Source: an optimization exercise on an open RTL-to-GDS flow (aim: small area, a short achievable clock period and few clock cycles per item). Production flows keep margins and buffers that such runs may drop.
In this exercise RTL edits were held to simulation tests only and were not proved equivalent to the original.

==> 02-10: inputs <==
Design dch_lin, start of the top module:
module dch_lin (
    input  wire        clk,
    input  wire        rst,          
    input  wire        cfg_we,
    input  wire [4:0]  cfg_addr,
    input  wire [31:0] cfg_wdata,
    input  wire        in_valid,
    output reg         in_ready,
    input  wire [31:0] in_x,
    input  wire [31:0] in_t,
    input  wire [1:0]  in_tag,
    output reg         out_valid,
    output reg  [31:0] out_y,
    output reg  [1:0]  out_tag,
    output reg         out_sat
);
Settings: LEC_CHECK=0, CAP_MARGIN=20, CORE_MARGIN=2, CORE_UTILIZATION=50, PLACE_DENSITY=0.65, SLEW_MARGIN=20; clock period 34.0 ns.
run.sh (not shown) runs the stock make flow with config.mk's settings and CLKGATE_MAP_FILE= SYNTH_SCRIPT=/design/flow/synth_recipe.tcl, a recipe that flattens the netlist after the stock synthesis.
==> 01-12 (differences from 02-10) <==
--- a/flow/design.v
+++ b/flow/design.v
@@ -88,19 +88,29 @@
         r1_pwe   <= pw_e;
         r1_specy <= spec_y;
     end
     wire [47:0] prod = r1_ps + r1_pc;
     wire [75:0] pw   = r1_pst ? 76'd0 : {26'd0, prod, 2'b00};
     wire [75:0] cw2  = r1_cw;
     wire        sub   = r1_sp ^ r1_sc;
-    wire [76:0] xs = {1'b0, pw} + (sub ? {1'b1, ~cw2} : {1'b0, cw2}) + {76'd0, sub & !r1_cst};
-    wire [75:0] xd = cw2 + ~pw + {75'd0, !r1_pst};         
-    wire        c_big = sub & xs[76];
-    wire [75:0] mag  = c_big ? xd : xs[75:0];
-    wire        rsgn = c_big ? r1_sc : r1_sp;
+    wire        c_big = (cw2 > pw) || r1_pst;
+    reg  [75:0] mag;
+    reg         rsgn;
+    always @* begin
+        if (!sub) begin
+            mag  = pw + cw2;
+            rsgn = r1_sp;
+        end else if (c_big) begin
+            mag  = cw2 - pw - {75'd0, r1_pst};
+            rsgn = r1_sc;
+        end else begin
+            mag  = pw - cw2 - {75'd0, r1_cst};
+            rsgn = r1_sp;
+        end
+    end
     wire st = r1_pst | r1_cst;
     reg [75:0] r2_mag;
     reg        r2_rsgn, r2_st, r2_spec;
     reg [10:0] r2_pwe;
     reg [31:0] r2_specy;
     always @(posedge clk) begin
         r2_mag   <= mag;
@@ -1946,32 +1956,50 @@
             if (w_addr == 5'd26) ymin_v <= 1'b1;
             if (w_addr == 5'd27) ymax_v <= 1'b1;
         end
     end
     wire [31:0] tref_e = tref_v ? tref : 32'd0;
     wire [31:0] ymin_e = ymin_v ? ymin : YMIN_RST;
     wire [31:0] ymax_e = ymax_v ? ymax : YMAX_RST;
-    reg  [1:0]  ib_cnt;
-    reg         ib_took;              
-    reg         blk;                  
-    reg  [31:0] ib0_x, ib0_t, ib1_x, ib1_t;
-    reg  [1:0]  ib0_tag, ib1_tag;
+    reg        ib_full;
+    reg [31:0] ib_x, ib_t;
+    reg [1:0]  ib_tag;
     reg        r_v, c1_v, c2_v, c3_v;
     reg [5:0]  r_k, c1_k, c2_k, c3_k;      
     reg [2:0]  r_i, c1_i, c2_i, c3_i;      
     reg [1:0]  r_j, c1_j, c2_j, c3_j;      
     reg        r_last, c1_last, c2_last, c3_last;
+    reg [31:0] r_x, c1_x, c2_x, c3_x;
+    reg [31:0] r_t, c1_t, c2_t, c3_t;
+    reg [31:0] r_y, c1_y, c2_y, c3_y;
+    reg [1:0]  r_tag, c1_tag, c2_tag, c3_tag;
     reg        r_wbt, r_wby;          
+    reg [31:0] r_res;                 
     reg [31:0] r_ca, r_cc;            
-    wire        free3 = !c3_v || c3_last;
-    wire        load  = free3 && !blk && (ib_cnt[1] || (ib_cnt[0] && !ib_took));
-    wire        pair  = load && ib_cnt[1];
+    reg        r_fin;                 
+    reg [1:0]  r_ftag;
+    reg  [31:0] fa, fb, fc;
+    wire [31:0] fy;
+    lin_fma32 u_fma (.clk(clk), .a(fa), .b(fb), .c(fc), .y(fy));
+    always @* begin
+        fa = r_ca;
+        if (r_k[K_TSUB])                        fa = r_t;
+        else if (r_k[K_XN] || (r_k[K_TOPC] && r_wby)) fa = r_res;
+        else if (r_k[K_TOP] || r_k[K_TOPC])     fa = r_y;
+        fb = r_x;
+        if (r_k[K_TSUB] || r_k[K_PASS])         fb = ONE;
+        else if (r_k[K_TOPC] && r_wbt)          fb = r_res;
+        else if (r_k[K_TOP] || r_k[K_TOPC])     fb = r_t;
+        fc = r_k[K_TOP] ? r_res : r_cc;
+    end
     wire        ot0 = (ordt == 2'd0);
     wire        ox0 = (ordx == 3'd0);
     wire [2:0]  oxm1 = ordx - 3'd1;
+    wire        free3 = !c3_v || c3_last;
+    wire        load  = free3 && ib_full;
     reg  [5:0]  n_k;
     reg  [2:0]  n_i;
     reg  [1:0]  n_j;
     reg         n_last;
     reg         n_wbt, n_wby;
     always @* begin
         n_k = 6'd0; n_i = 3'd0; n_j = 2'd0; n_last = 1'b0;
@@ -2024,196 +2052,105 @@
         end
     end
     wire [31:0] rd_a = (rowv[ordx] ? row[ordx] : 32'd0);
     wire [31:0] rd_c = (rowv[n_i]  ? row[n_i]  : 32'd0);
     wire [31:0] n_ca = rd_a;
     wire [31:0] n_cc = n_k[K_TSUB] ? {~tref_e[31], tref_e[30:0]} :
                        n_k[K_PASS] ? NZERO : rd_c;
-    wire [31:0] res0, res1;
-    wire        fin0, fin1;
-    wire [1:0]  ftag0, ftag1;
-    lin_lane u_lane0 (
-        .clk(clk), .rst(rst),
-        .r_k(r_k), .r_wbt(r_wbt), .r_wby(r_wby), .r_ca(r_ca), .r_cc(r_cc),
-        .c3_last(c3_last), .sel_new(free3),
-        .new_v(load), .new_x(ib0_x), .new_t(ib0_t), .new_tag(ib0_tag),
-        .res(res0), .fin(fin0), .ftag(ftag0));
-    lin_lane u_lane1 (
-        .clk(clk), .rst(rst),
-        .r_k(r_k), .r_wbt(r_wbt), .r_wby(r_wby), .r_ca(r_ca), .r_cc(r_cc),
-        .c3_last(c3_last), .sel_new(free3),
-        .new_v(pair), .new_x(ib1_x), .new_t(ib1_t), .new_tag(ib1_tag),
-        .res(res1), .fin(fin1), .ftag(ftag1));
     always @(posedge clk) begin
         c1_k    <= r_k;
         c1_i    <= r_i;
         c1_j    <= r_j;
         c1_last <= r_last;
+        c1_x    <= r_x;
+        c1_t    <= r_wbt ? r_res : r_t;
+        c1_y    <= r_wby ? r_res : (r_k[K_TSUB] ? r_ca : r_y);
+        c1_tag  <= r_tag;
         c2_k    <= c1_k;
         c2_i    <= c1_i;
         c2_j    <= c1_j;
         c2_last <= c1_last;
+        c2_x    <= c1_x;
+        c2_t    <= c1_t;
+        c2_y    <= c1_y;
+        c2_tag  <= c1_tag;
         c3_k    <= c2_k;
         c3_i    <= c2_i;
         c3_j    <= c2_j;
         c3_last <= c2_last;
+        c3_x    <= c2_x;
+        c3_t    <= c2_t;
+        c3_y    <= c2_y;
+        c3_tag  <= c2_tag;
+        r_res   <= fy;
+        r_ftag  <= c3_tag;
         r_k     <= n_k;
         r_i     <= n_i;
         r_j     <= n_j;
         r_last  <= n_last;
         r_wbt   <= n_wbt;
         r_wby   <= n_wby;
         r_ca    <= n_ca;
         r_cc    <= n_cc;
-    end
-    wire ib0_open = (ib_cnt == 2'd0) || load;
-    wire ib1_open = (ib_cnt == 2'd1) && !load;
-    always @(posedge clk) begin
-        if (ib0_open) begin
-            ib0_x   <= in_x;
-            ib0_t   <= in_t;
-            ib0_tag <= in_tag;
-        end
-        if (ib1_open) begin
-            ib1_x   <= in_x;
-            ib1_t   <= in_t;
-            ib1_tag <= in_tag;
+        if (free3) begin
+            r_x   <= ib_x;
+            r_t   <= ib_t;
+            r_tag <= ib_tag;
+        end else begin
+            r_x   <= c3_x;
+            r_t   <= c3_t;
+            r_y   <= c3_y;
+            r_tag <= c3_tag;
         end
     end
-    wire       take = in_valid && in_ready;
-    wire       free2 = !c2_v || c2_last;
-    wire [1:0] ib_cnt_n = (load ? 2'd0 : ib_cnt) + {1'b0, take};
+    wire ib_open = !ib_full || free3;
+    always @(posedge clk)
+        if (ib_open) begin
+            ib_x   <= in_x;
+            ib_t   <= in_t;
+            ib_tag <= in_tag;
+        end
+    wire take = in_valid && in_ready;
+    wire free2 = !c2_v || c2_last;
+    wire ib_full_n = take || (ib_full && !load);
     always @(posedge clk) begin
         if (rst) begin
             r_v      <= 1'b0;
             c1_v     <= 1'b0;
             c2_v     <= 1'b0;
             c3_v     <= 1'b0;
-            ib_cnt   <= 2'd0;
-            ib_took  <= 1'b0;
-            blk      <= 1'b0;
+            r_fin    <= 1'b0;
+            ib_full  <= 1'b0;
             in_ready <= 1'b1;
         end else begin
             c1_v     <= r_v;
             c2_v     <= c1_v;
             c3_v     <= c2_v;
-            r_v      <= !free3 || load;
-            ib_cnt   <= ib_cnt_n;
-            ib_took  <= take;
-            blk      <= pair;
-            in_ready <= !ib_cnt_n[1] || (free2 && !pair);
+            r_v      <= !free3 || ib_full;
+            r_fin    <= c3_v && c3_last;
+            ib_full  <= ib_full_n;
+            in_ready <= !ib_full_n || free2;
         end
     end
-    reg         hb_v;
-    reg  [31:0] hb_y;
-    reg  [1:0]  hb_tag;
-    always @(posedge clk) begin
-        if (rst) hb_v <= 1'b0;
-        else     hb_v <= fin1;
-        hb_y   <= res1;
-        hb_tag <= ftag1;
-    end
-    wire [31:0] y_pre  = hb_v ? hb_y : res0;
-    wire [1:0]  tag_pre = hb_v ? hb_tag : ftag0;
+    wire [31:0] y_pre = r_res;
     wire        y_nan = (y_pre[30:23] == 8'hFF) && (y_pre[22:0] != 0);
     wire [31:0] key_y    = (y_pre[30:0] == 0) ? 32'h8000_0000 :
                            y_pre[31] ? ~y_pre : {1'b1, y_pre[30:0]};
     wire [31:0] key_ymin = (ymin_e[30:0] == 0) ? 32'h8000_0000 :
                            ymin_e[31] ? ~ymin_e : {1'b1, ymin_e[30:0]};
     wire [31:0] key_ymax = (ymax_e[30:0] == 0) ? 32'h8000_0000 :
                            ymax_e[31] ? ~ymax_e : {1'b1, ymax_e[30:0]};
     wire        y_hi = y_nan || (key_y > key_ymax);
     wire        y_lo = !y_nan && (key_y < key_ymin);
     always @(posedge clk) begin
         if (rst)
             out_valid <= 1'b0;
         else
-            out_valid <= hb_v || fin0;
+            out_valid <= r_fin;
         out_sat <= y_hi || y_lo;
         out_y   <= y_hi ? ymax_e : (y_lo ? ymin_e : y_pre);
         if (y_hi || y_lo)
-            out_tag <= (tag_pre > TAG_OVERRANGE) ? tag_pre : TAG_OVERRANGE;
+            out_tag <= (r_ftag > TAG_OVERRANGE) ? r_ftag : TAG_OVERRANGE;
         else
-            out_tag <= tag_pre;
-    end
-endmodule
-module lin_lane (
-    input  wire        clk,
-    input  wire        rst,
-    input  wire [5:0]  r_k,
-    input  wire        r_wbt,
-    input  wire        r_wby,
-    input  wire [31:0] r_ca,
-    input  wire [31:0] r_cc,
-    input  wire        c3_last,
-    input  wire        sel_new,       
-    input  wire        new_v,
-    input  wire [31:0] new_x,
-    input  wire [31:0] new_t,
-    input  wire [1:0]  new_tag,
-    output reg  [31:0] res,           
-    output reg         fin,           
-    output reg  [1:0]  ftag
-);
-    localparam [31:0] ONE = 32'h3F80_0000;
-    localparam K_TSUB = 0, K_XF = 1, K_XN = 2, K_TOP = 3, K_TOPC = 4, K_PASS = 5;
-    reg        r_v, c1_v, c2_v, c3_v;
-    reg [31:0] r_x, c1_x, c2_x, c3_x;
-    reg [31:0] r_t, c1_t, c2_t, c3_t;
-    reg [31:0] r_y, c1_y, c2_y, c3_y;
-    reg [1:0]  r_tag, c1_tag, c2_tag, c3_tag;
-    reg  [31:0] fa, fb, fc;
-    wire [31:0] fy;
-    lin_fma32 u_fma (.clk(clk), .a(fa), .b(fb), .c(fc), .y(fy));
-    always @* begin
-        fa = r_ca;
-        if (r_k[K_TSUB])                        fa = r_t;
-        else if (r_k[K_XN] || (r_k[K_TOPC] && r_wby)) fa = res;
-        else if (r_k[K_TOP] || r_k[K_TOPC])     fa = r_y;
-        fb = r_x;
-        if (r_k[K_TSUB] || r_k[K_PASS])         fb = ONE;
-        else if (r_k[K_TOPC] && r_wbt)          fb = res;
-        else if (r_k[K_TOP] || r_k[K_TOPC])     fb = r_t;
-        fc = r_k[K_TOP] ? res : r_cc;
-    end
-    always @(posedge clk) begin
-        c1_x   <= r_x;
-        c1_t   <= r_wbt ? res : r_t;
-        c1_y   <= r_wby ? res : (r_k[K_TSUB] ? r_ca : r_y);
-        c1_tag <= r_tag;
-        c2_x   <= c1_x;
-        c2_t   <= c1_t;
-        c2_y   <= c1_y;
-        c2_tag <= c1_tag;
-        c3_x   <= c2_x;
-        c3_t   <= c2_t;
-        c3_y   <= c2_y;
-        c3_tag <= c2_tag;
-        res    <= fy;
-        ftag   <= c3_tag;
-        if (sel_new) begin
-            r_x   <= new_x;
-            r_t   <= new_t;
-            r_tag <= new_tag;
-        end else begin
-            r_x   <= c3_x;
-            r_t   <= c3_t;
-            r_y   <= c3_y;
-            r_tag <= c3_tag;
-        end
-    end
-    always @(posedge clk) begin
-        if (rst) begin
-            r_v  <= 1'b0;
-            c1_v <= 1'b0;
-            c2_v <= 1'b0;
-            c3_v <= 1'b0;
-            fin  <= 1'b0;
-        end else begin
-            c1_v <= r_v;
-            c2_v <= c1_v;
-            c3_v <= c2_v;
-            r_v  <= sel_new ? new_v : c3_v;
-            fin  <= c3_v && c3_last;
-        end
+            out_tag <= r_ftag;
     end
 endmodule
CORE_UTILIZATION = 30   (was 50)
PLACE_DENSITY = 0.45   (was 0.65)
==> results.sh <==
export IMPL_total_power_mw=9.49
export IMPL_drt_iter0_markers=8009
export IMPL_synth_most_common_cell="nor2_1"
export IMPL_rrSetupSlack_ns=24.51
export IMPL_status="complete, no violations"
export IMPL_seq_power_mw=2.90
export IMPL_ff2ff_path_depth=35
export IMPL_met3_usage=0.0280
export IMPL_nonClkBufAreaFrac=0.0265
export IMPL_avgSynthCellArea_sq_um=9.31
export IMPL_routedWlPerCell_um=25.3
export IMPL_p_leak_nw=51.6
export IMPL_seq_share=0.375
export IMPL_n_all_inverters=1072
Source of the figures above: 01-12

==> results.sh <==
export IMPL_nonClkBufAreaFrac=0.0226
export IMPL_status="complete, no violations"
export IMPL_total_power_mw=14.1
export IMPL_drt_iter0_markers=17400
export IMPL_synth_most_common_cell="nand2_1"
export IMPL_seq_share=0.362
export IMPL_routedWlPerCell_um=26.9
export IMPL_p_leak_nw=80.4
Source of the figures above: 02-10

Testbench counts of 02-10, summed over its fixed seeds: cycles 28,877, items 8,192.
Testbench counts of 01-12, summed over its fixed seeds: cycles 54,144, items 8,192.

## separate check: timing with driven ports
How much do the figures lean on ideal ports? The routed layouts below were timed once more, with nothing changed but the port constraints.
Step 1 sets driving cells, clkbuf_16 on the clock port and buf_2 on the other inputs (assumed; they add their load-dependent delay and slew).
Step 2 adds t to the input delays and takes it off the output delays; t is the mean of the earliest and latest rising clock arrival at the registers after step 1. Input paths then give back, and output paths get back, about the clock's delay inside the block.
Three values: ideal, step 1, step 2; two values: the first two.
| run | t (ns) | setup slack, ns | worst setup path at the end |
|---|---|---|---|
| 02-10 | 1.047 | 24.853 / 24.853 / 24.853 | register to register |
| 01-12 | 0.985 | 24.514 / 24.514 / 24.514 | register to register |
After both steps setup and hold are still met in every run listed.
